This is an optimization exercise on Yosys and OpenROAD, whose aim is small area, a short achievable clock period and few clock cycles per item, not a production implementation.
In this exercise RTL edits were held to simulation tests only and were not proved equivalent to the original.

Setup of oak:
// skive_enc
module skive_enc (
    input  wire        clk,
    input  wire        rst,           
    input  wire        in_valid,
    output reg         in_ready,
    input  wire [31:0] in_data,       
    input  wire [1:0]  in_fmt,        
    input  wire        in_last,       
    output reg         out_valid,
    input  wire        out_ready,
    output reg  [7:0]  out_mant,      
    output wire [15:0] out_hdr,       
    output reg         out_last,      
    output reg         out_err        
);
    localparam [1:0] FMT_B8 = 2'd0, FMT_B6 = 2'd1;
    localparam integer EW = 24;       
    localparam integer RD = 65;       
    localparam integer RW = RD - 1;   
    localparam integer RL = RD + 1;   
    reg  [EW*RL-1:0] ring;
    wire [EW-1:0]    head = ring[EW-1:0];           
    wire [EW-1:0]    wpos = ring[EW*RW +: EW];      
    reg  [6:0]  wdel;         
    reg  [6:0]  rdel;         
    reg  [6:0]  cnt;          
    reg  [5:0]  wcnt;         
    reg  [1:0]  wfmt;
    reg         wpad;         
    reg         wpok;         
    wire        wr_el   = in_valid && in_ready;
    wire        wr      = wpok || wr_el;
    wire [1:0]  wfmt_n  = (wcnt == 6'd0) ? in_fmt : wfmt;
    wire        wend    = (wcnt == ((wfmt_n == FMT_B8) ? 6'd31 : 6'd63));    
    wire [7:0]  in_e  = in_data[30:23];
    wire [5:0]  in_ec = (in_e == 8'hFF) ? 6'd63 : (in_e > 8'd149) ? 6'd53 :
                        (in_e > 8'd101) ? {~in_e[5], in_e[4:0]} :
                        (in_e == 8'd0) ? 6'd0 : 6'd5;
    wire [EW-1:0] in_ent = {in_data[31], in_ec, in_data[22:7], |in_data[6:0]};
    wire [EW-1:0] wdata  = wpad ? {EW{1'b0}} : in_ent;
    reg         nw, nfirst, nlast;
    reg  [1:0]  nfmt;
    reg  [15:0] hkey;         
    reg         hnan;
    wire [5:0]  a_c  = wpos[22:17];
    wire [15:0] a_f  = wpos[16:1];
    wire        a_nan = (a_c == 6'd63) && (wpos[16:0] != 17'd0);
    wire [5:0]  s_tb = a_c - 6'd6 + ((a_f[15:9] == 7'h7F) ? 6'd1 : 6'd0);
    wire [5:0]  b8_tb = (a_c < 6'd15) ? 6'd9 : (a_c > 6'd45) ? 6'd40 :
                        (s_tb > 6'd40) ? 6'd40 : s_tb;
    wire        a_b6  = (nfmt == FMT_B6);
    wire [17:0] a_sig = {1'b1, wpos[16:0]};
  ...
clock: 110.0 ns
lec_check: 0
abc_area: 1
cap_margin: 20
core_margin: 2
core_utilization: 55
cts_buf_list: sky130_fd_sc_hd__clkbuf_4 sky130_fd_sc_hd__clkbuf_8
cts_cluster_diameter: 40
cts_cluster_size: 12
slew_margin: 20
standard.sh (not shown) runs the stock make flow with config.mk's settings and CLKGATE_MAP_FILE= SYNTH_SCRIPT=/design/flow/synth_recipe.tcl, a recipe that flattens the netlist after the stock synthesis.
==> flow/flow/run.sh <==
#!/bin/bash
# The standard layout, with the port buffers made of sky130_fd_sc_hd__buf_2
# instead of the delay buffers buffer_ports picks by default, and clock tree
# synthesis without dummy loads. The full output of the flow goes to
# standard.log in the work folder; ORFS's own per-step logs are under
# orfs/logs/.
set -euo pipefail
bash standard.sh 'BUFFER_PORTS_ARGS=-buffer_cell sky130_fd_sc_hd__buf_2' \
  'CTS_ARGS=-sink_clustering_enable -repair_clock_nets -sink_clustering_size 12 -sink_clustering_max_diameter 40 -buf_list {sky130_fd_sc_hd__clkbuf_4 sky130_fd_sc_hd__clkbuf_8} -dont_use_dummy_load' \
  finish > standard.log 2>&1
Testbench counts of oak, summed over its fixed seeds: cycles 170,928, items 3,200.
For pine, these inputs were changed with respect to oak:
diff --git a/flow/flow/run.sh b/flow/flow/run.sh
--- a/flow/flow/run.sh
+++ b/flow/flow/run.sh
@@ -7,4 +7,4 @@
 set -euo pipefail
 bash standard.sh 'BUFFER_PORTS_ARGS=-buffer_cell sky130_fd_sc_hd__buf_2' \
-  'CTS_ARGS=-sink_clustering_enable -repair_clock_nets -sink_clustering_size 12 -sink_clustering_max_diameter 40 -buf_list {sky130_fd_sc_hd__clkbuf_4 sky130_fd_sc_hd__clkbuf_8} -dont_use_dummy_load' \
+  'CTS_ARGS=-sink_clustering_enable -repair_clock_nets -sink_clustering_size 12 -sink_clustering_max_diameter 40 -buf_list "sky130_fd_sc_hd__clkbuf_4 sky130_fd_sc_hd__clkbuf_8" -dont_use_dummy_load' \
   finish > standard.log 2>&1
## What came out
As the logs show, pine stopped at clock tree synthesis after a tool error, so it never reached the end of the flow. On compound-cell area share of the yosys netlist, pine and oak are neck and neck. Between pine and oak, the difference in number of standard cells after synthesis is negligible. Reported for pine and oak, die span in x turned out identical to the last digit. pine -> oak: initial cell density of the core delta 0, exact match. pine against oak: area of the mapped netlist about even; mean instance size in the synthesized netlist about even.
Input-level comparison between birch and pine:
# pine
export LEC_CHECK = 0
export ABC_AREA = 1
export CAP_MARGIN = 20
export CORE_MARGIN = 2
export CORE_UTILIZATION = 55
export CTS_BUF_LIST = sky130_fd_sc_hd__clkbuf_4 sky130_fd_sc_hd__clkbuf_8
export CTS_CLUSTER_DIAMETER = 40
export CTS_CLUSTER_SIZE = 12
export SLEW_MARGIN = 20
create_clock -name core_clock -period 110.0 [get_ports {clk}]
# birch
export LEC_CHECK = 0
export ABC_AREA = 1
export CAP_MARGIN = 20
export CORE_MARGIN = 2
export CORE_UTILIZATION = 55
export CTS_BUF_LIST = sky130_fd_sc_hd__clkbuf_8
export CTS_CLUSTER_DIAMETER = 50
export CTS_CLUSTER_SIZE = 16
export SLEW_MARGIN = 20
create_clock -name core_clock -period 110.0 [get_ports {clk}]
diff --git a/flow/flow/run.sh b/flow/flow/run.sh
--- a/flow/flow/run.sh
+++ b/flow/flow/run.sh
@@ -7,4 +7,4 @@
 set -euo pipefail
 bash standard.sh 'BUFFER_PORTS_ARGS=-buffer_cell sky130_fd_sc_hd__buf_2' \
-  'CTS_ARGS=-sink_clustering_enable -repair_clock_nets -sink_clustering_size 12 -sink_clustering_max_diameter 40 -buf_list "sky130_fd_sc_hd__clkbuf_4 sky130_fd_sc_hd__clkbuf_8" -dont_use_dummy_load' \
+  'CTS_ARGS=-sink_clustering_enable -repair_clock_nets -sink_clustering_size 16 -sink_clustering_max_diameter 50 -buf_list sky130_fd_sc_hd__clkbuf_8 -dont_use_dummy_load' \
   finish > standard.log 2>&1
--- outcome ---
- Of pine and birch, only pine fails to reach the end of the flow.
- Area after synthesis: birch vs pine — no meaningful difference
- pine -> birch: height of the die delta 0, exact match
- Comparing birch against pine, there is no change at all in number of placement rows.
For maple, these inputs were changed with respect to birch:
# birch
export LEC_CHECK = 0
export ABC_AREA = 1
export CAP_MARGIN = 20
export CORE_MARGIN = 2
export CORE_UTILIZATION = 55
export CTS_BUF_LIST = sky130_fd_sc_hd__clkbuf_8
export CTS_CLUSTER_DIAMETER = 50
export CTS_CLUSTER_SIZE = 16
export SLEW_MARGIN = 20
create_clock -name core_clock -period 110.0 [get_ports {clk}]
# maple
export LEC_CHECK = 0
export ABC_AREA = 1
export CAP_MARGIN = 20
export CORE_MARGIN = 2
export CORE_UTILIZATION = 55
export CTS_BUF_LIST = sky130_fd_sc_hd__clkbuf_8
export CTS_CLUSTER_DIAMETER = 50
export CTS_CLUSTER_SIZE = 16
export GPL_ROUTABILITY_DRIVEN = 0
export GPL_TIMING_DRIVEN = 0
export SLEW_MARGIN = 20
create_clock -name core_clock -period 110.0 [get_ports {clk}]
Summary of maple over birch: final worst clock skew fell 10 ps; post-route cell area about even; number of global-route vias before repair rose 0.47%; share of the clock period used by the worst path after layout about even; layout buffer count excluding clock buffers rose 32.


try-raven:
Another version of the RTL of skive_enc (not shown whole).
Size in the first run: about 4000 cells after synthesis, about 67 I/O pins, ~48000 sq um of cells after synthesis.
==> flow/design.v (excerpt) <==
module skive_enc (
    input  wire        clk,
    input  wire        rst,           
    input  wire        in_valid,
    output reg         in_ready,
    input  wire [31:0] in_data,       
    input  wire [1:0]  in_fmt,        
    input  wire        in_last,       
    output reg         out_valid,
    input  wire        out_ready,
    output reg  [7:0]  out_mant,      
    output reg  [15:0] out_hdr,       
    output reg         out_last,      
    output reg         out_err        
);
    localparam [1:0] FMT_B8 = 2'd0, FMT_B6 = 2'd1;
    localparam integer EW = 24;       
    localparam integer RD = 65;       
    localparam integer RW = RD - 1;   
    localparam integer RL = RD + 1;   
    reg  [EW*RL-1:0] ring;
    wire [EW-1:0]    head = ring[EW-1:0];           
    wire [EW-1:0]    wpos = ring[EW*RW +: EW];      
    reg  [6:0]  wdel;         
    reg  [6:0]  rdel;         
    reg  [6:0]  cnt;          
    reg  [5:0]  wcnt;         
    reg  [1:0]  wfmt;
    reg         wpad;         
    reg         wpok;         
    wire        wr_el   = in_valid && in_ready;
    wire        wr      = wpok || wr_el;
    wire [1:0]  wfmt_n  = (wcnt == 6'd0) ? in_fmt : wfmt;
    wire        wend    = (wcnt == ((wfmt_n == FMT_B8) ? 6'd31 : 6'd63));    
    wire [7:0]  in_e  = in_data[30:23];
    wire [5:0]  in_ec = (in_e == 8'hFF) ? 6'd63 : (in_e > 8'd149) ? 6'd53 :
                        (in_e > 8'd101) ? {~in_e[5], in_e[4:0]} :
                        (in_e == 8'd0 && in_data[22:0] == 23'd0) ? 6'd0 : 6'd5;
    wire [EW-1:0] in_ent = {in_data[31], in_ec, in_data[22:7], |in_data[6:0]};
    wire [EW-1:0] wdata  = wpad ? {EW{1'b0}} : in_ent;
    reg         nw, nfirst, nlast;
    reg  [1:0]  nfmt;
    reg  [15:0] hkey;         
    reg         hnan;
    wire [5:0]  a_c  = wpos[22:17];
    wire [15:0] a_f  = wpos[16:1];
    wire        a_nan = (a_c == 6'd63) && (wpos[16:0] != 17'd0);
    wire [5:0]  s_tb = a_c - 6'd6 + ((a_f[15:9] == 7'h7F) ? 6'd1 : 6'd0);
    wire [5:0]  b8_tb = (a_c < 6'd15) ? 6'd9 : (a_c > 6'd45) ? 6'd40 :
                        (s_tb > 6'd40) ? 6'd40 : s_tb;
    wire        a_b6  = (nfmt == FMT_B6);
    wire [17:0] a_sig = {1'b1, wpos[16:0]};
    wire        big31 = (a_sig[17:13] == 5'b11111);
    wire        big7  = (a_sig[17:15] == 3'b111);
  ...
Settings: LEC_CHECK=0, ABC_AREA=1, CAP_MARGIN=20, CORE_MARGIN=2, CORE_UTILIZATION=40, CTS_BUF_LIST=sky130_fd_sc_hd__clkbuf_8 sky130_fd_sc_hd__clkbuf_16, CTS_CLUSTER_DIAMETER=50, CTS_CLUSTER_SIZE=16, SLEW_MARGIN=20; clock period 110.0 ns.
==> flow/flow/run.sh <==
#!/bin/bash
# The standard layout, with the port buffers made of sky130_fd_sc_hd__buf_2
# instead of the delay buffers buffer_ports picks by default. The full output
# of the flow goes to standard.log in the work folder; ORFS's own per-step logs
# are under orfs/logs/.
set -euo pipefail
bash standard.sh 'BUFFER_PORTS_ARGS=-buffer_cell sky130_fd_sc_hd__buf_2' finish > standard.log 2>&1
Testbench counts of try-raven, summed over its fixed seeds: cycles 170,928, items 3,200.
Changes in try-umber relative to try-raven:
- changing CTS_CLUSTER_DIAMETER from 50 to 35
- changing CTS_BUF_LIST from sky130_fd_sc_hd__clkbuf_8 sky130_fd_sc_hd__clkbuf_16 to sky130_fd_sc_hd__clkbuf_4
- changing CTS_CLUSTER_SIZE from 16 to 10
### Flow results
Data arrival time of the critical path (higher): try-umber
As far as count of antenna-violating nets left after detailed routing goes, try-raven and try-umber are indistinguishable; the numbers are identical.
[compare] base=try-raven new=try-umber: length of the first detailed-routing pass in iterations moved down; cell area after layout saw a decrease.
Density: try-umber sparser than try-raven
try-umber does worse than try-raven on hold slack.
Post-detailed-route wirelength per cell in try-umber vs try-raven: down 2.3%
Side by side, number of antenna violations at the first check in global routing turned out lower in try-umber than in try-raven.
Relative to try-umber, the following input files were edited for try-juniper:
- a change of CTS_BUF_LIST from sky130_fd_sc_hd__clkbuf_4 to sky130_fd_sc_hd__clkbuf_8
- a change of CTS_CLUSTER_SIZE from 10 to 16
- a change of CTS_CLUSTER_DIAMETER from 35 to 50
==> flow/run.sh (new file) <==
#!/bin/bash
# synth_recipe.tcl (not shown) runs the flow's synth.tcl, then flattens the netlist and writes it again
# the make line also repeats each setting of config.mk as NAME=value (left out here)
make -C /OpenROAD-flow-scripts/flow DESIGN_CONFIG=/design/flow/config.mk WORK_HOME=/design/flow/orfs CLKGATE_MAP_FILE= SYNTH_SCRIPT=/design/flow/synth_recipe.tcl finish
removed: flow/flow/run.sh
removed: flow/standard.sh
- try-juniper finished all stages; the layout is clean.
- Changes observed in try-juniper relative to try-umber: post-place instance area up 0.68%, design area higher, total number of vias decreased by 701 relative to the old numbers.
- Going from try-umber to try-juniper, sequential share of layout area went down; wire length of the first global-routing pass went down.
- try-juniper against try-umber: buffer count excluding the clock tree in the final layout picked up an extra 1.2%; layout-stage area growth over the synthesis result picked up an extra 0.72 points.
- out_valid$_SDFFE_PP0P_ as the launching instance or port of the critical path was reported by try-juniper, and out_hdr[7]$_SDFFCE_PP0P_ by try-umber.
### try-juniper -> try-xenon
==> flow/flow/run.sh (new file) <==
#!/bin/bash
# The standard layout, with the port buffers made of sky130_fd_sc_hd__buf_2
# instead of the delay buffers buffer_ports picks by default. The full output
# of the flow goes to standard.log in the work folder; ORFS's own per-step logs
# are under orfs/logs/.
set -euo pipefail
bash standard.sh 'BUFFER_PORTS_ARGS=-buffer_cell sky130_fd_sc_hd__buf_2' finish > standard.log 2>&1
==> flow/standard.sh (new file) <==
#!/bin/bash
# synth_recipe.tcl (not shown) runs the flow's synth.tcl, then flattens the netlist and writes it again
# the make line also repeats each setting of config.mk as NAME=value (left out here)
make -C /OpenROAD-flow-scripts/flow DESIGN_CONFIG=/design/flow/config.mk WORK_HOME=/design/flow/orfs CLKGATE_MAP_FILE= SYNTH_SCRIPT=/design/flow/synth_recipe.tcl "${@:-finish}"
removed: flow/run.sh
Results
try-xenon went all the way through the flow, and no timing, DRC or antenna check failed.
In try-xenon relative to try-juniper, non-clock buffer count had gone down slightly.
Worst-skew pair later-pin latency was lower in try-juniper than in try-xenon.
Clock network area share sits higher in try-xenon than in try-juniper.
Diff try-xenon..try-juniper | synthesized cell area | unchanged
Final cell count across try-juniper and try-xenon: no real change.
In try-xenon, count of clock-net buffers in the final layout is higher than in try-juniper.
Diff try-juniper..try-xenon | simple-gate share of the synthesized area | unchanged
In the reports for try-juniper and try-xenon, the smaller slack of the critical path belongs to try-juniper.

afterwards: timing with drivers on the ports:
The flow's constraints put no driver on any port. The routed layouts listed below were extracted and timed again, unchanged, in two steps. Step 1 (the two cells are an assumption about what drives the block):
set clk [get_ports {clk}]
set_driving_cell -lib_cell sky130_fd_sc_hd__clkbuf_16 $clk
set_driving_cell -lib_cell sky130_fd_sc_hd__buf_2 [delete_from_list [all_inputs] $clk]
Step 2 also shifts input and output timing later by t, the mid clock arrival at the registers, as if the neighbouring blocks saw the same clock. a / b / c = no drivers / after step 1 / after step 2; a / b = the first two.
| run | shift t [ns] | setup slack, ns | worst setup path after step 2 | worst slew at a driven data input, ns |
|---|---|---|---|---|
| oak | 0.838 | 86.706 / 86.645 / 86.023 | input to register | 0.10 |
| birch | 0.832 | 86.694 / 86.630 / 86.035 | input to register | 0.11 |
| maple | 0.839 | 86.673 / 86.608 / 86.063 | input to register | 0.17 |
| try-raven | 0.804 | 86.714 / 86.648 / 86.007 | input to register | 0.03 |
| try-umber | 1.169 | 86.321 / 86.258 / 86.027 | input to register | 0.03 |
| try-juniper | 0.857 | 86.264 / 86.198 / 85.621 | input to register | 0.04 |
| try-xenon | 0.896 | 86.610 / 86.546 / 86.033 | input to register | 0.03 |
After both steps every run listed still meets setup and hold. For try-raven, which loses most, drivers alone change the setup slack by -0.066 ns; drivers and shift together by -0.707 ns.
